What follows belongs to an exercise in optimizing a design on an open flow for small area and a short achievable clock period; a production flow would make more cautious choices. Where RTL was checked, it was by simulation tests only, not by an equivalence proof against the original. Function not checked in run 1: the RTL went through the layout flow alone.

==> design/flow/design.v <==
module int_divider (
    input  wire        clk,
    input  wire        rst,
    input  wire        start,
    input  wire        op_signed,
    input  wire        op_rem,
    input  wire [63:0] a,
    input  wire [63:0] b,
    output reg         done,
    output wire [63:0] result,
    output wire        ovf,
    output wire        dz
);
    localparam [2:0] S_IDLE  = 3'd0;
    localparam [2:0] S_SETUP = 3'd1;
    localparam [2:0] S_ITER  = 3'd2;
    localparam [2:0] S_TAIL  = 3'd3;
    localparam [2:0] S_HOLD  = 3'd4;
    reg  [2:0]  state;
    reg  [63:0] rmd;       
    reg  [65:0] dvs;       
    reg         cin;       
    reg  [63:0] quo;       
    reg         sgn_r;
    reg         rem_r;
    reg         an_r;      
    reg         bn_r;      
    reg         ovf_r;
    reg         dz_r;
    reg  [4:0]  cnt;       
    reg         z0;        
    reg         first;     
    reg         cmp_r;     
    wire        setup = (state == S_SETUP);
    wire        fneg = rem_r ? an_r : (an_r ^ bn_r);
    wire [63:0] ng_x = (setup | rem_r) ? rmd : quo;
    wire        ng_s = setup ? an_r : fneg;
    wire [63:0] ng_y = (ng_x ^ {64{ng_s}}) + {63'd0, ng_s};
    assign result = ng_y;
    assign ovf    = ovf_r;
    assign dz     = dz_r;
    wire [63:0] ax     = rmd ^ {64{an_r}};            
    wire        a_pow2 = an_r & ~|(~rmd[63:1] & rmd[62:0]);  
    wire [63:0] bx     = dvs[63:0];                  
    wire        bx_one = &bx;
    wire        b_zero = bx_one & ~bn_r;
    wire        b_pow2 = bn_r & ~|(~bx[63:1] & bx[62:0]);  
    reg  [6:0]  loa;
    reg  [6:0]  lob;
    integer     i;
    always @* begin
        loa = 7'd64;
        for (i = 0; i < 64; i = i + 1)
            if (ax[i]) loa = 7'd63 - i[6:0];
        lob = 7'd64;
        for (i = 0; i < 64; i = i + 1)
            if (!bx[i]) lob = 7'd63 - i[6:0];
    end
    wire [7:0]  sdiff  = {1'b0, lob} - {1'b0, loa} + {7'd0, a_pow2} - {7'd0, b_pow2};
    wire        no_q   = b_zero | sdiff[7];         
    wire [5:0]  shamt  = sdiff[5:0];
    wire [4:0]  m      = shamt / 6'd3;
    wire [1:0]  md     = shamt % 6'd3;
    wire [5:0]  p      = (md == 2'd1) ? shamt + 6'd1 : shamt;
    wire [65:0] dvs0   = ({2'b11, bx} << p) | ~({66{1'b1}} << p) & {66{cin}};
    wire        min_by_m1 = sgn_r & (rmd == 64'h8000_0000_0000_0000) & bx_one & bn_r;
    wire [65:0] d0 = {2'b00, rmd} + dvs + {65'd0, cin};
    wire        q0 = ~d0[65];
    wire [63:0] r0 = q0 ? d0[63:0] : rmd;
    wire [65:0] v0 = {1'b1, dvs[65:1]};
    wire [65:0] d1 = {2'b00, r0} + v0 + {65'd0, cin};
    wire        q1 = ~d1[65];
    wire [63:0] r1 = q1 ? d1[63:0] : r0;
    wire [65:0] v1 = {1'b1, v0[65:1]};
    wire [65:0] d2 = {2'b00, r1} + v1 + {65'd0, cin};
    wire        q2 = ~d2[65];
    wire [63:0] r2 = q2 ? d2[63:0] : r1;
    wire [65:0] v2 = {1'b1, v1[65:1]};
    wire        tail_one = first ? q0 : cmp_r;    
    always @(posedge clk) begin
        if (rst) begin
            state <= S_IDLE;
            done  <= 1'b0;
        end else begin
            done <= 1'b0;
            case (state)
                S_IDLE: begin
                    if (start) begin
                        rmd   <= a;
                        dvs   <= {2'b11, b ^ {64{~(op_signed & b[63])}}};
                        cin   <= ~(op_signed & b[63]);
                        an_r  <= op_signed & a[63];
                        bn_r  <= op_signed & b[63];
                        sgn_r <= op_signed;
                        rem_r <= op_rem;
                        state <= S_SETUP;
                    end
                end
                S_SETUP: begin
                    rmd   <= ng_y;
                    dvs   <= dvs0;
                    quo   <= 64'd0;
                    dz_r  <= b_zero;
                    ovf_r <= ~rem_r & min_by_m1;
                    first <= 1'b1;
                    if (no_q) begin
                        state <= S_HOLD;
                    end else if (md == 2'd0) begin
                        z0    <= 1'b1;
                        cnt   <= m;
                        state <= (m == 5'd0) ? S_TAIL : S_ITER;
                    end else begin
                        z0    <= 1'b0;
                        cnt   <= m + 5'd1;
                        state <= S_ITER;
                    end
                end
                S_ITER: begin
                    rmd   <= r2;
                    dvs   <= v2;
                    quo   <= {quo[60:0], q0, q1, q2};
                    first <= 1'b0;
                    if (first) cmp_r <= q0;
                    cnt   <= cnt - 5'd1;
                    if (cnt == 5'd1)
                        state <= z0 ? S_TAIL : S_HOLD;
                end
                S_TAIL: begin
                    rmd   <= r0;
                    dvs   <= v0;
                    quo   <= {quo[62:0], q0};
                    if (tail_one) begin
                        state <= S_HOLD;
                    end else begin
                        done  <= 1'b1;
                        state <= S_IDLE;
                    end
                end
                default: begin   
                    done  <= 1'b1;
                    state <= S_IDLE;
                end
            endcase
        end
    end
endmodule
==> design/flow/run.sh <==
#!/bin/bash
# synth_recipe.tcl (not shown) runs the flow's synth.tcl, then flattens the netlist and writes it again
# the make line also repeats each setting of config.mk as NAME=value (left out here)
make -C /OpenROAD-flow-scripts/flow DESIGN_CONFIG=/design/flow/config.mk WORK_HOME=/design/flow/orfs CLKGATE_MAP_FILE= SYNTH_SCRIPT=/design/flow/synth_recipe.tcl finish
==> design/flow/config.mk <==
export PLATFORM = sky130hd
export DESIGN_NAME = int_divider
export DESIGN_NICKNAME = int_divider
export VERILOG_FILES = /design/flow/design.v
export SDC_FILE = /design/flow/constraint.sdc
export NUM_CORES = 4
export LEC_CHECK = 0
export CAP_MARGIN = 20
export CORE_MARGIN = 2
export CORE_UTILIZATION = 40
export SLEW_MARGIN = 20
==> design/flow/constraint.sdc <==
create_clock -name core_clock -period 18.0 [get_ports {clk}]
set_input_delay 3.6000 -clock core_clock [delete_from_list [all_inputs] [get_ports {clk}]]
set_output_delay 3.6000 -clock core_clock [all_outputs]
set_load 0.01 [all_outputs]
==> results_dict.tcl, run 1 <==
set metrics [dict create \
    fin_area_um2 38600 \
    ys_async_sr_fraction_pct 0 \
    final_nets 4996 \
    grt_usage_pct 36.0 \
    worst_pin_slew_ns 1.11 \
    rsz0062_at_grt "no" \
    drtPass1Iterations 6 \
    ant_nets 0 \
    cts.sinks 213 \
    met1_length_um 66200 \
    multiInputGateArea_um2 26200 \
    clk_pin_slew_ns 0.06 \
    synth_area_leaders "edfxtp_1 (18%), mux2i_1 (9.3%), ha_1 (7.9%)" \
    cts_tree "built" \
    cts_buffers 35 \
    hold_viol_final 0 \
    cts_max_level 2 \
    cts_root_buf "clkbuf_16" \
    die_w_um 297 \
    via_count 37500 \
    cpPeakStageDelay_ns 0.86 \
    drcViolationCount 0 \
    placed_area_um2 37500 \
    fillers 8710 \
    start_util_pct 40.3 \
    fin_tns_setup_ns 0 \
    synth_flop_cell "edfxtp_1" \
    grt_pass1_wl_um 235000 \
    avgSynthCellArea_um2 7.46 \
    seq_area_frac_synth_pct 18.6 \
    cts-resized-gates 0 \
    seq_area_um2 6360 \
    place_ws_ns 1.89 \
    gr-total-overflow 0 \
    ys_types 99 \
    grt_max_degree 75 \
    numPortBuffers 199 \
    clock_skew_ns 0.0221 \
    crit_arrival_ns 16.85 \
    cp_slowest_cell "a2111oi_0" \
    die_h_um 297 \
    min_path_type "reg2reg" \
    maxSlewViolCount 0 \
    criticalPathCategory "reg2reg" \
    fin_ws_ns 1.48 \
    fin_crit_ns 16.52 \
    max_freq_mhz 60.5 \
    dp_hpwl_um 122000 \
    clock_path_buffers 3 \
    ctsHoldBuffers 0 \
    core_region_area_um2 85000 \
    highest_layer "met5" \
    drt_iter0_markers 4633 \
    synth_seq_cells 213 \
    num_io_pins 200 \
    yosys_warnings 1 \
    route.met2.wl_um 68800 \
    synth-edff-count 209 \
    syn_nets 4949 \
    startpoint_type "flop" \
    grt_pass1_vias 34900 \
    synth_top_area_cell "edfxtp_1" \
    wire_per_inst_um 28.0 \
    synth_cells 4590 \
    drive_above_1_share_pct 6.11 \
    finalCritPeriodShare_pct 91.8 \
    fin_util_pct 45.4 \
    drt_wl_total_um 163000 \
    insertion_delay_ns 0.59 \
    synth_top_area_share_pct 18.3 \
    dr_wl_met3_um 18300 \
    outcome "no timing/DRC/antenna violations" \
    max_slew_margin_pct 25.7 \
    setup-violations-final 0 \
    maxCapViolCount 0 \
    synthesis.area_um2 34200 \
    postCtsSetupBuffers 0 \
    vias_per_cell 6.46 \
    worstPathMaxFanout 27 \
    die-area_um2 87900 \
    crit_top_cell "o21ai_0" \
    critPathRequiredTime_ns 18.34 \
    fp-row-count 107 \
    globalplace.congestion 1.03 \
    cp-end-kind "flop" \
    antenna_found_initial 8 \
    n_antenna_cell 0 \
    synthToLayoutAreaGrowth_pct 12.8 \
]
-- critical path, delay by kind of cell (launching register included) --
family / cells / cell delay [ns]
AO/OA/AOI/OAI: 41 / 12.47
adder cells (fa/ha/maj): 4 / 1.23
AND/OR/NAND/NOR: 5 / 0.84
buffers and inverters: 3 / 0.66
multiplexers: 1 / 0.39
flip-flops: 1 / 0.33
XOR/XNOR: 2 / 0.33
-- cell usage in the layout, fill, tap and decap left out, drive strengths merged, types with 112 or more instances in the layout --
| master | instances |
|---|---|
| nor2 | 514 |
| a21oi | 451 |
| nand2 | 438 |
| o21ai | 358 |
| mux2i | 318 |
| xnor2 | 246 |
| ha | 217 |
| edfxtp | 209 |
| clkdlybuf4s50 | 199 |
| inv | 161 |
| a21o | 129 |
| xor2 | 118 |
| buf | 112 |
-- synth_stat cells (all sizes together), types with 9 or more instances --
| master | n |
|---|---|
| o31ai | 29 |
| o21a | 34 |
| a21o | 129 |
| a211oi | 55 |
| a21boi | 22 |
| inv | 161 |
| o211ai | 35 |
| and3 | 42 |
| nand4 | 48 |
| or4 | 12 |
| nor3b | 11 |
| mux2 | 39 |
| o311ai | 10 |
| a221oi | 58 |
| a2111oi | 14 |
| or3 | 29 |
| clkbuf | 214 |
| nor4 | 21 |
| nand2 | 438 |
| a31oi | 57 |
| a211o | 9 |
| xnor2 | 246 |
| a21oi | 451 |
| mux2i | 318 |
| buf | 87 |
| nor3 | 92 |
| o21bai | 44 |
| nand3 | 110 |
| mux4 | 10 |
| nor2b | 35 |
| nor2 | 514 |
| o22ai | 55 |
| and2 | 20 |
| o221ai | 20 |
| xor2 | 118 |
| a22oi | 18 |
| edfxtp | 209 |
| fa | 9 |
| nand2b | 52 |
| ha | 217 |
| o21ai | 358 |
-- registers in the layout, summed over array words and instances (netlist names), 3 cells and up --
register	count
cnt	5
state	3
dvs	66
quo	64
rmd	64
-- final cells by class --
type / count / share of cell area [%]
Sequential cell: 213 / 16.5
Tap cell: 1144 / 3.71
Multi-Input combinational cell: 3912 / 67.9
Clock buffer: 44 / 2.47
Clock inverter: 18 / 0.554
Timing Repair Buffer: 311 / 7.33
Inverter: 164 / 1.59
-- cell families after synthesis --
family                     Yosys count  synth area share, %
AOI/OAI and AO/OA                 1507                 27.9
and+or+nand+nor                   1448                 19.0
buffers and inverters              465                 5.46
muxes                              367                 11.2
xor gates and xnor gates           364                 9.31
adders and majority gates          226                 8.46
DFF                                213                 18.6
-- metal layers --
metal / vias to the layer above / track usage [%]
li1: 17000 / -
met1: 17900 / 47.7
met2: 2164 / 53.7
met3: 446 / 9.21
met4: 10 / 18.5
met5: - / 0
-- worst paths after layout --
check	startpoint	endpoint	slack, ns	depth (start not counted)
worst max-delay path	cin$_DFFE_PP_	rmd[56]$_DFFE_PP_	1.48	56
worst min-delay path	cmp_r$_DFFE_PP_	cmp_r$_DFFE_PP_	0.59	2
worst max register to register	cin$_DFFE_PP_	rmd[56]$_DFFE_PP_	1.48	56
worst min register to register	cmp_r$_DFFE_PP_	cmp_r$_DFFE_PP_	0.59	2
-- per-stage QoR --
step                      hold WS [ns]  instances
after floorplan                  0.535       4590
after CTS                        0.587       5806
after global placement           0.564       5744
final                            0.586       5806
after global routing             0.630       5806
after detailed placement         0.574       5744
==> run 2, diff against run 1 <==
==> design/flow/design.v (replaced) <==
module int_divider (
    input  wire        clk,
    input  wire        rst,
    input  wire        start,
    input  wire        op_signed,
    input  wire        op_rem,
    input  wire [63:0] a,
    input  wire [63:0] b,
    output reg         done,
    output wire [63:0] result,
    output wire        ovf,
    output wire        dz
);
    localparam [2:0] S_IDLE  = 3'd0;
    localparam [2:0] S_SETUP = 3'd1;
    localparam [2:0] S_ITER  = 3'd2;
    localparam [2:0] S_TAIL  = 3'd3;
    localparam [2:0] S_FIN   = 3'd4;
    reg  [2:0]  state;
    reg  [63:0] rmd;       
    reg  [64:0] dvs;       
    reg  [63:0] quo;       
    reg         sgn_r;
    reg         rem_r;
    reg         neg_r;     
    reg         ovf_r;
    reg         dz_r;
    reg  [4:0]  cnt;       
    reg         z0;        
    reg         first;     
    reg         cmp_r;     
    assign result = quo;
    assign ovf    = ovf_r;
    assign dz     = dz_r;
    wire        a_neg = sgn_r & rmd[63];
    wire        b_neg = sgn_r & dvs[63];
    wire [63:0] ua    = a_neg ? (~rmd + 64'd1) : rmd;
    wire [63:0] ub    = b_neg ? (~dvs[63:0] + 64'd1) : dvs[63:0];
    wire        b_zero = (dvs[63:0] == 64'd0);
    reg  [6:0]  lza;
    reg  [6:0]  lzb;
    integer     i;
    always @* begin
        lza = 7'd64;
        for (i = 0; i < 64; i = i + 1)
            if (ua[i]) lza = 7'd63 - i[6:0];
        lzb = 7'd64;
        for (i = 0; i < 64; i = i + 1)
            if (ub[i]) lzb = 7'd63 - i[6:0];
    end
    wire [7:0]  sdiff  = {1'b0, lzb} - {1'b0, lza};
    wire        no_q   = b_zero | sdiff[7];         
    wire [5:0]  shamt  = sdiff[5:0];
    wire [4:0]  m      = shamt / 6'd3;
    wire [1:0]  md     = shamt % 6'd3;
    wire [6:0]  p      = (md == 2'd1) ? {1'b0, shamt} + 7'd1 : {1'b0, shamt};
    wire [64:0] dvs0   = {1'b0, ub} << p;
    wire        min_by_m1 = sgn_r && (rmd == 64'h8000_0000_0000_0000) && (dvs[63:0] == 64'hFFFF_FFFF_FFFF_FFFF);
    wire [65:0] d0 = {2'b00, rmd} - {1'b0, dvs};
    wire        q0 = ~d0[65];
    wire [63:0] r0 = q0 ? d0[63:0] : rmd;
    wire [64:0] v0 = dvs >> 1;
    wire [65:0] d1 = {2'b00, r0} - {1'b0, v0};
    wire        q1 = ~d1[65];
    wire [63:0] r1 = q1 ? d1[63:0] : r0;
    wire [64:0] v1 = v0 >> 1;
    wire [65:0] d2 = {2'b00, r1} - {1'b0, v1};
    wire        q2 = ~d2[65];
    wire [63:0] r2 = q2 ? d2[63:0] : r1;
    wire [64:0] v2 = v1 >> 1;
    wire        tail_one = first ? q0 : cmp_r;    
    wire        fin_step = (state == S_TAIL);
    wire [63:0] fq   = fin_step ? {quo[62:0], q0} : quo;
    wire [63:0] fr   = fin_step ? r0 : rmd;
    wire [63:0] fsel = rem_r ? fr : fq;
    wire [63:0] fres = neg_r ? (~fsel + 64'd1) : fsel;
    always @(posedge clk) begin
        if (rst) begin
            state <= S_IDLE;
            done  <= 1'b0;
        end else begin
            done <= 1'b0;
            case (state)
                S_IDLE: begin
                    if (start) begin
                        rmd   <= a;
                        dvs   <= {1'b0, b};
                        sgn_r <= op_signed;
                        rem_r <= op_rem;
                        state <= S_SETUP;
                    end
                end
                S_SETUP: begin
                    rmd   <= ua;
                    dvs   <= dvs0;
                    quo   <= 64'd0;
                    neg_r <= rem_r ? a_neg : (a_neg ^ b_neg);
                    dz_r  <= b_zero;
                    ovf_r <= ~rem_r & min_by_m1;
                    first <= 1'b1;
                    if (no_q) begin
                        state <= S_FIN;
                    end else if (md == 2'd0) begin
                        z0    <= 1'b1;
                        cnt   <= m;
                        state <= (m == 5'd0) ? S_TAIL : S_ITER;
                    end else begin
                        z0    <= 1'b0;
                        cnt   <= m + 5'd1;
                        state <= S_ITER;
                    end
                end
                S_ITER: begin
                    rmd   <= r2;
                    dvs   <= v2;
                    quo   <= {quo[60:0], q0, q1, q2};
                    first <= 1'b0;
                    if (first) cmp_r <= q0;
                    cnt   <= cnt - 5'd1;
                    if (cnt == 5'd1)
                        state <= z0 ? S_TAIL : S_FIN;
                end
                S_TAIL: begin
                    if (tail_one) begin
                        rmd   <= r0;
                        dvs   <= v0;
                        quo   <= {quo[62:0], q0};
                        state <= S_FIN;
                    end else begin
                        quo   <= fres;
                        done  <= 1'b1;
                        state <= S_IDLE;
                    end
                end
                default: begin   
                    quo   <= fres;
                    done  <= 1'b1;
                    state <= S_IDLE;
                end
            endcase
        end
    end
endmodule
==> run 2 against run 1 <==
  * Non-clock buffer count down 29
  * Critical path depth decreased by 15
  * Core utilization is 0.74 points lower
  * Critical path type unchanged
  * First-iteration DRC count up 36%
  * Sequential cell count is 3 lower
  * Global-route usage shrank 0.46 points
  * Die area is 8.9% higher
  * Clock skew is 0.030 ns higher
  * Via count rose by 13%
  * Worst setup slack gained 2.1 ns
  * Register-to-register slack better by 2.1 ns
  * Maximum frequency rose by 15%
==> results_dict.tcl, run 2 <==
set metrics [dict create \
    outcome "no timing/DRC/antenna violations" \
    die-area_um2 95800 \
    synthToLayoutAreaGrowth_pct 11.2 \
    drive_above_1_share_pct 6.08 \
    syn_nets 5549 \
    synthesis.area_um2 37300 \
    cts.sinks 210 \
    rsz0062_at_grt "no" \
    wire_per_inst_um 27.2 \
    finalCritPeriodShare_pct 80.0 \
    start_util_pct 40.2 \
    drt_iter0_markers 6278 \
    synth_area_leaders "edfxtp_1 (17%), ha_1 (7.2%), a21oi_1 (7.1%)" \
    synth_seq_cells 210 \
    vias_per_cell 6.57 \
    die_h_um 310 \
    postCtsSetupBuffers 0 \
    synth_top_area_cell "edfxtp_1" \
    hold_viol_final 0 \
    maxSlewViolCount 0 \
    hp-start "z0$_DFFE_PP_" \
    cts_root_buf "clkbuf_16" \
    grt_pass1_wl_um 257000 \
    grt_max_degree 97 \
    drt_wl_total_um 176000 \
    dp_hpwl_um 139000 \
    largest_reg_flops 65 \
    startpoint_type "flop" \
    die_w_um 310 \
    ant_nets 0 \
    criticalPathCategory "reg2reg" \
    final_common_cell "nand2_1" \
    worstPathMaxFanout 63 \
    synth_flop_cell "edfxtp_1" \
    cts_buffers 31 \
    antenna_found_initial 2 \
    setup-violations-final 0 \
    synth_top_area_share_pct 16.6 \
    regMostFlops "dvs" \
    instances_no_fill 6467 \
    n_antenna_cell 0 \
    cp_slowest_cell "nor3_1" \
    r2r_cells 41 \
    ctsHoldBuffers 0 \
    layout_common_cells "nand2_1 (639), a21oi_1 (524), nor2_1 (496), o21ai_0 (375), xnor2_1 (248)" \
    insertion_delay_ns 0.67 \
    grt_usage_pct 35.5 \
    crit_path_end "rmd[20]$_DFFE_PP_" \
    clock_skew_ns 0.0523 \
    r2r-start "dvs[2]$_DFFE_PP_" \
    avgSynthCellArea_um2 7.19 \
    synth_cells 5196 \
    cpPeakStageDelay_ns 0.85 \
    max_slew_margin_pct 21.5 \
    globalplace.congestion 1.05 \
    numPortBuffers 199 \
    synth_top_cells_by_count "nand2_1 (642), a21oi_1 (527), nor2_1 (502), o21ai_0 (376), xnor2_1 (254)" \
    drtPass1Iterations 8 \
    synth.most_common_cell "nand2_1" \
    ys_async_sr_fraction_pct 0 \
    rrSetupSlack_ns 3.60 \
    cts_max_level 1 \
    cp-end-kind "flop" \
    cts-resized-gates 0 \
    gr-total-overflow 0 \
    fin_tns_setup_ns 0 \
    drcViolationCount 0 \
    maxCapViolCount 0 \
    crit_top_cell "o21ai_0" \
    largestRegisters "dvs: 65 flops, quo: 64 flops, rmd: 64 flops" \
    num_io_pins 200 \
    ys_types 108 \
    final_nets 5543 \
    crit_start "dvs[2]$_DFFE_PP_" \
    min_path_type "reg2reg" \
    grt_pass1_vias 38800 \
    via_count 42500 \
    cts_tree "built" \
    worst_pin_slew_ns 1.17 \
    max_freq_mhz 69.4 \
    worstReg2RegEnd "rmd[20]$_DFFE_PP_" \
    fin_crit_ns 14.40 \
    dp_cells 6411 \
    crit_arrival_ns 14.82 \
    seq_area_frac_synth_pct 16.8 \
    critPathRequiredTime_ns 18.42 \
    core_region_area_um2 92900 \
    fp-row-count 112 \
    synth-edff-count 206 \
    clock_path_buffers 3 \
    yosys_warnings 1 \
    clk_pin_slew_ns 0.07 \
]
-- run 2: cell count changes in the layout (fill, tap and decap cells not counted), moves of 31 or more --
cell / delta
o31ai_1: +38
nand2_1: +206
a22oi_1: +60
a221oi_1: -44
mux2i_1: -160
o21ai_0: +31
a21oi_1: +75
-- run 2: through the flow --
stage          setup WS [ns]  hold slack [ns]  area [um2]  utilization (%)
2_1_floorplan           7.02            0.545       37300                -
3_3_place_gp            4.22            0.577       40400             43.5
3_5_place_dp            3.95            0.587       40400             43.5
4_1_cts                 3.92            0.601       41500             44.7
5_1_grt                 2.77            0.666       41500             44.7
6_report                3.60            0.610       41500             44.7
-- run 2: kinds of logic after synthesis --
group | after synthesis | synth area share (%)
adder cells (fa/ha/maj) | 220 | 7.45
flip-flops | 210 | 16.8
AO/OA/AOI/OAI | 1832 | 31.7
XOR/XNOR | 379 | 8.91
buffers and inverters | 510 | 5.40
AND/OR/NAND/NOR | 1803 | 22.2
multiplexers | 242 | 7.57
-- run 2: final cells by class --
type                            count  area, um2
Tap cell                         1254       1570
Clock buffer                       34        787
Clock inverter                     22        317
Inverter                          189        709
Fill cell                        9553      51400
Sequential cell                   210       6270
Multi-Input combinational cell   4476      29200
Timing Repair Buffer              282       2630
-- run 2: worst min path at each step --
stage                             to  slack, ns  cells after the start
3_3_place_gp   state[1]$_SDFFE_PP0P_       0.58                      2
4_1_cts        state[1]$_SDFFE_PP0P_       0.60                      2
5_1_grt        state[1]$_SDFFE_PP0P_       0.67                      2
3_5_place_dp   state[1]$_SDFFE_PP0P_       0.59                      2
6_report       state[1]$_SDFFE_PP0P_       0.61                      2
2_1_floorplan  state[1]$_SDFFE_PP0P_       0.54                      2
-- run 2: critical path: cells and delay by family (launching register included) --
| kind | cells | cell delay, ns |
|---|---|---|
| DFF | 1 | 0.78 |
| and+or+nand+nor | 8 | 2.03 |
| AOI/OAI and AO/OA | 27 | 8.75 |
| buffers and inverters | 2 | 1.02 |
| adders and majority gates | 4 | 1.45 |
-- run 2: metal layers --
layer  share of wire, %  global-route usage, %
met3                 11                   7.36
met4                6.2                   18.6
met1                 42                   49.1
met2                 41                   51.7
met5              0.019                      0

-- separate check: timing with driven ports --
The flow's constraints put no driver on any port. The routed layouts listed below were extracted and timed again, unchanged, in two steps. Step 1 (the two cells are an assumption about what drives the block):
set clk [get_ports {clk}]
set_driving_cell -lib_cell sky130_fd_sc_hd__clkbuf_16 $clk
set_driving_cell -lib_cell sky130_fd_sc_hd__buf_2 [delete_from_list [all_inputs] $clk]
Step 2 also shifts input and output timing later by t, the mid clock arrival at the registers, as if the neighbouring blocks saw the same clock. a / b / c = ideal / step 1 / step 2; a / b = the first two.
| run | shift t [ns] | slack for setup (ns) | slew at the worst register clock pin (ns) |
|---|---|---|---|
| run 1 | 0.649 | 1.483 / 1.483 / 1.483 | 0.07 / 0.07 |
| run 2 | 0.719 | 3.601 / 3.601 / 3.601 | 0.07 / 0.07 |
After both steps every run listed still meets setup and hold.
